This design comes from an exercise in tuning for small area and a short achievable clock period on the open sky130 flow, not from production work. The RTL was checked by simulation tests, not by an equivalence proof against the original design.

Design cledon_narrow, start of the top module:
module cledon_narrow (
    input  wire         clk,
    input  wire         rst,           
    input  wire         cfg_load,      
    input  wire [31:0]  cfg_seed,
    input  wire         in_valid,
    input  wire [127:0] in_data,       
    input  wire [3:0]   in_fmt,
    input  wire [1:0]   in_rnd,
    input  wire         in_strict,
    input  wire [7:0]   in_scale,
    output reg          out_valid,
    output reg  [63:0]  out_code,      
    output reg  [3:0]   out_sat,
    output reg  [3:0]   out_nan_in,
    output reg  [3:0]   out_strict_nan,
    output reg  [3:0]   out_nonzero,
    output reg  [3:0]   out_flushed
);
Size: ~5,500 cells after synthesis, about 480 flip-flops, roughly 260 I/O pins, roughly 37,000 µm² of cells after synthesis.
Settings: LEC_CHECK=0, ABC_AREA=1, CAP_MARGIN=20, CORE_MARGIN=2, CORE_UTILIZATION=40, SLEW_MARGIN=20; clock period 20.0 ns.
standard.sh (not shown) runs the stock make flow with config.mk's settings and CLKGATE_MAP_FILE= SYNTH_SCRIPT=/design/flow/synth_recipe.tcl, a recipe that flattens the netlist after the stock synthesis.
==> flow/flow/run.sh <==
#!/bin/bash
# Own layout flow: the standard ORFS flow (standard.sh, unchanged synthesis and
# constraints) with these changes in how the layout is made:
#  - timing repair is asked for a setup slack well above what the 20 ns clock needs,
#    so that it sizes up and buffers the long paths;
#  - the port buffers are plain buf_2 cells instead of the default delay buffers;
#  - the clock tree uses smaller buffers (a clkbuf_16 at the root), clusters of 16 sinks and no dummy loads.
set -euo pipefail
export SETUP_SLACK_MARGIN=15.1
export BUFFER_PORTS_ARGS="-buffer_cell sky130_fd_sc_hd__buf_2"
export CTS_ARGS="-sink_clustering_enable -repair_clock_nets -dont_use_dummy_load -buf_list {sky130_fd_sc_hd__clkbuf_8} -root_buf sky130_fd_sc_hd__clkbuf_16 -sink_clustering_size 16 -sink_clustering_max_diameter 60"
bash standard.sh > standard_flow.log 2>&1
Rerun with:
--- a/flow/flow/run.sh
+++ b/flow/flow/run.sh
@@ -9 +9 @@
-export SETUP_SLACK_MARGIN=15.1
+export SETUP_SLACK_MARGIN=15.0
The changed run ran to the end with no violations.
Worst setup slack gains 3.1 ps.
Register-to-register slack gets worse by 40 ps.
Clock skew stays flat.
Design area drops by 0.80%.
Global-route usage hardly moves.
Synthesized cell count does not change.
Clock-buffer cell count is lower by 1.

cledon_narrow again, from the RTL that the note above started with.
// cledon_narrow
module cledon_narrow (
    input  wire         clk,
    input  wire         rst,           
    input  wire         cfg_load,      
    input  wire [31:0]  cfg_seed,
    input  wire         in_valid,
    input  wire [127:0] in_data,       
    input  wire [3:0]   in_fmt,
    input  wire [1:0]   in_rnd,
    input  wire         in_strict,
    input  wire [7:0]   in_scale,
    output reg          out_valid,
    output reg  [63:0]  out_code,      
    output reg  [3:0]   out_sat,
    output reg  [3:0]   out_nan_in,
    output reg  [3:0]   out_strict_nan,
    output reg  [3:0]   out_nonzero,
    output reg  [3:0]   out_flushed
);
clock: 20.0 ns
lec_check: 0
abc_area: 1
cap_margin: 20
core_margin: 2
core_utilization: 40
slew_margin: 20
==> flow/flow/run.sh <==
#!/bin/bash
# Own layout flow: the standard ORFS flow (standard.sh, unchanged synthesis and
# constraints) with these changes in how the layout is made:
#  - timing repair is asked for a setup slack well above what the 20 ns clock needs,
#    so that it sizes up and buffers the long paths;
#  - the port buffers are plain buf_2 cells instead of the default delay buffers;
#  - the clock tree uses smaller buffers (a clkbuf_16 at the root), clusters of 16 sinks and no dummy loads.
set -euo pipefail
export SETUP_SLACK_MARGIN=14.9
export BUFFER_PORTS_ARGS="-buffer_cell sky130_fd_sc_hd__buf_2"
export CTS_ARGS="-sink_clustering_enable -repair_clock_nets -dont_use_dummy_load -buf_list {sky130_fd_sc_hd__clkbuf_8} -root_buf sky130_fd_sc_hd__clkbuf_16 -sink_clustering_size 16 -sink_clustering_max_diameter 60"
bash standard.sh > standard_flow.log 2>&1
Then changed:
Settings changed: CORE_UTILIZATION 40 to 55.
Outcome:
- first-iteration DRC count is higher by about a fifth
- global-route usage rose by 9.7 points
- critical path depth does not change
- setup slack is better by 0.028 ns
- synthesized area does not change
- final cell count decreases by a few percent
- via count is higher by a few percent
- non-clock buffer count is higher by 22
Then changed:
==> flow/flow/run.sh (replaced) <==
#!/bin/bash
# Own layout flow: the standard ORFS flow (standard.sh, unchanged synthesis and
# constraints) with two changes in how the layout is made:
#  - timing repair is asked for a setup slack well above what the 20 ns clock needs,
#    so that it sizes up and buffers the long paths;
#  - the port buffers are plain buf_2 cells instead of the default delay buffers.
set -euo pipefail
export SETUP_SLACK_MARGIN=14.5
export BUFFER_PORTS_ARGS="-buffer_cell sky130_fd_sc_hd__buf_2"
bash standard.sh > standard_flow.log 2>&1
Settings changed: CORE_UTILIZATION 55 to 40.
Critical path depth is unchanged.
Non-clock buffer count went down by 90.
Clock skew falls by 0.041 ns.
Final area stays flat.
Wire length shrinks by 2.0%.
Setup slack loses 0.14 ns.
Then changed:
==> flow/flow/run.sh (replaced) <==
#!/bin/bash
# Own layout flow: the standard ORFS flow (standard.sh, unchanged synthesis and
# constraints) with these changes in how the layout is made:
#  - timing repair is asked for a setup slack well above what the 20 ns clock needs,
#    so that it sizes up and buffers the long paths;
#  - the port buffers are plain buf_2 cells instead of the default delay buffers;
#  - the clock tree uses smaller buffers, clusters of 16 sinks and no dummy loads.
set -euo pipefail
export SETUP_SLACK_MARGIN=14.8
export BUFFER_PORTS_ARGS="-buffer_cell sky130_fd_sc_hd__buf_2"
export CTS_ARGS="-sink_clustering_enable -repair_clock_nets -dont_use_dummy_load -buf_list {sky130_fd_sc_hd__clkbuf_8} -sink_clustering_size 16 -sink_clustering_max_diameter 60"
bash standard.sh > standard_flow.log 2>&1
Via count rose by 0.37%.
Utilization hardly moves.
Final cell count stays flat.
Worst setup slack loses 0.037 ns.
Flip-flop and latch count stays the same.
First-iteration DRC count grows by 3.2%.
Non-clock buffer count came out higher by 42.
Die area is unchanged.

Setup of the baseline:
Another version of the RTL of cledon_narrow (not shown whole).
Size in the first run: roughly 480 flip-flops, ~260 I/O pins.
export LEC_CHECK = 0
export CAP_MARGIN = 20
export CORE_MARGIN = 2
export CORE_UTILIZATION = 40
export SLEW_MARGIN = 20
create_clock -name core_clock -period 20.0 [get_ports {clk}]
==> flow/flow/run.sh <==
#!/bin/bash
# Own layout flow: the standard ORFS flow, with timing repair asked to reach a
# setup slack well above what the 20 ns clock needs, so that it sizes up and buffers
# the long paths. Constraints (SDC) and everything else are the standard ones.
set -euo pipefail
export SETUP_SLACK_MARGIN=14.5
bash standard.sh > standard_flow.log 2>&1
The inputs of the candidate differ from those of the baseline as listed below.
Settings: CORE_UTILIZATION now 65, was 40.
Notes after the runs:
- Compared to the baseline, the candidate has fraction of area in multi-input gates 1.2 points higher.
- Re global-route total usage across every layer: the candidate is 14 points up on the baseline.
- Compared with the baseline, the candidate shows a count of clock-buffer cells in the layout that is 8 lower.
- Delta (the candidate minus the baseline): number of placed instances with taps included decreased 503, area of combinational cells with multiple inputs did not really move, residual antenna-violating net count after detailed routing roughly the same.
- The candidate ends up with a worst-case setup margin in the final layout that is 0.094 ns lower than in the baseline.
- Final worst-path cycle share is higher on the candidate

cledon_narrow with an RTL version that a note above also has.
Size in the first run: ~5500 cells after synthesis, roughly 480 flip-flops, ~260 I/O pins, ~0.037 sq mm of cells after synthesis.
clock: 20.0 ns
lec_check: 0
abc_area: 1
cap_margin: 20
core_margin: 2
core_utilization: 40
slew_margin: 20
==> flow/flow/run.sh <==
#!/bin/bash
# Own layout flow: the standard ORFS flow (standard.sh, unchanged synthesis and
# constraints) with two changes in how the layout is made:
#  - timing repair is asked for a setup slack well above what the 20 ns clock needs,
#    so that it sizes up and buffers the long paths;
#  - the port buffers are plain buf_2 cells instead of the default delay buffers.
set -euo pipefail
export SETUP_SLACK_MARGIN=14.8
export BUFFER_PORTS_ARGS="-buffer_cell sky130_fd_sc_hd__buf_2"
bash standard.sh > standard_flow.log 2>&1
The baseline passed the timing, design-rule and antenna checks.
==> next run, changes <==
==> flow/flow/run.sh (replaced) <==
#!/bin/bash
# Own layout flow: the standard ORFS flow (standard.sh, unchanged synthesis and
# constraints) with these changes in how the layout is made:
#  - timing repair is asked for a setup slack well above what the 20 ns clock needs,
#    so that it sizes up and buffers the long paths;
#  - the port buffers are plain buf_2 cells instead of the default delay buffers;
#  - the clock tree uses smaller buffers, clusters of 16 sinks and no dummy loads.
set -euo pipefail
export SETUP_SLACK_MARGIN=15.0
export BUFFER_PORTS_ARGS="-buffer_cell sky130_fd_sc_hd__buf_2"
export CTS_ARGS="-sink_clustering_enable -repair_clock_nets -dont_use_dummy_load -buf_list {sky130_fd_sc_hd__clkbuf_8} -sink_clustering_size 16 -sink_clustering_max_diameter 60"
bash standard.sh > standard_flow.log 2>&1
Sequential cell count is unchanged; clock-buffer cell count came out lower by 19; die area stays the same; cell count stays flat; core utilization falls by 0.10 points; non-clock buffer count is higher by 53.

## afterwards: timing with drivers on the ports
In the flow no input, the clock included, has a driving cell. The finished layouts below were timed again as built, in two steps. Step 1, drivers: a clkbuf_16 drives clk and a buf_2 each remaining input, both assumed. Step 2 also shifts input and output timing later by t, the mid clock arrival at the registers, as if the neighbouring blocks saw the same clock. Slacks: ideal / step 1 / step 2; pairs: ideal / step 1.
run	t (ns)	slack for setup (ns)	worst setup path at the end	worst register clock-pin slew, ns
the first run of note 1	0.660	14.854 / 14.783 / 14.591	input to register	0.10 / 0.10
the second run of note 1	0.665	14.857 / 14.780 / 14.487	input to register	0.10 / 0.10
the first run of note 2	0.665	14.882 / 14.811 / 14.444	input to register	0.10 / 0.10
the second run of note 2	0.635	14.910 / 14.841 / 14.421	input to register	0.10 / 0.10
the third run of note 2	0.717	14.774 / 14.705 / 14.113	input to register	0.07 / 0.07
the fourth run of note 2	0.768	14.737 / 14.672 / 14.251	input to register	0.10 / 0.10
the baseline	0.714	14.625 / 14.638 / 13.954	input to register	0.07 / 0.07
the candidate	0.678	14.531 / 14.467 / 14.018	input to register	0.07 / 0.07
the first run of note 4	0.744	14.800 / 14.728 / 14.230	input to register	0.07 / 0.07
the second run of note 4	0.777	14.711 / 14.642 / 14.399	input to register	0.10 / 0.10
After both steps setup and hold are still met in every run listed. The setup slack of the baseline, which loses most, moves by +0.013 ns with the drivers and by -0.671 ns with both steps.
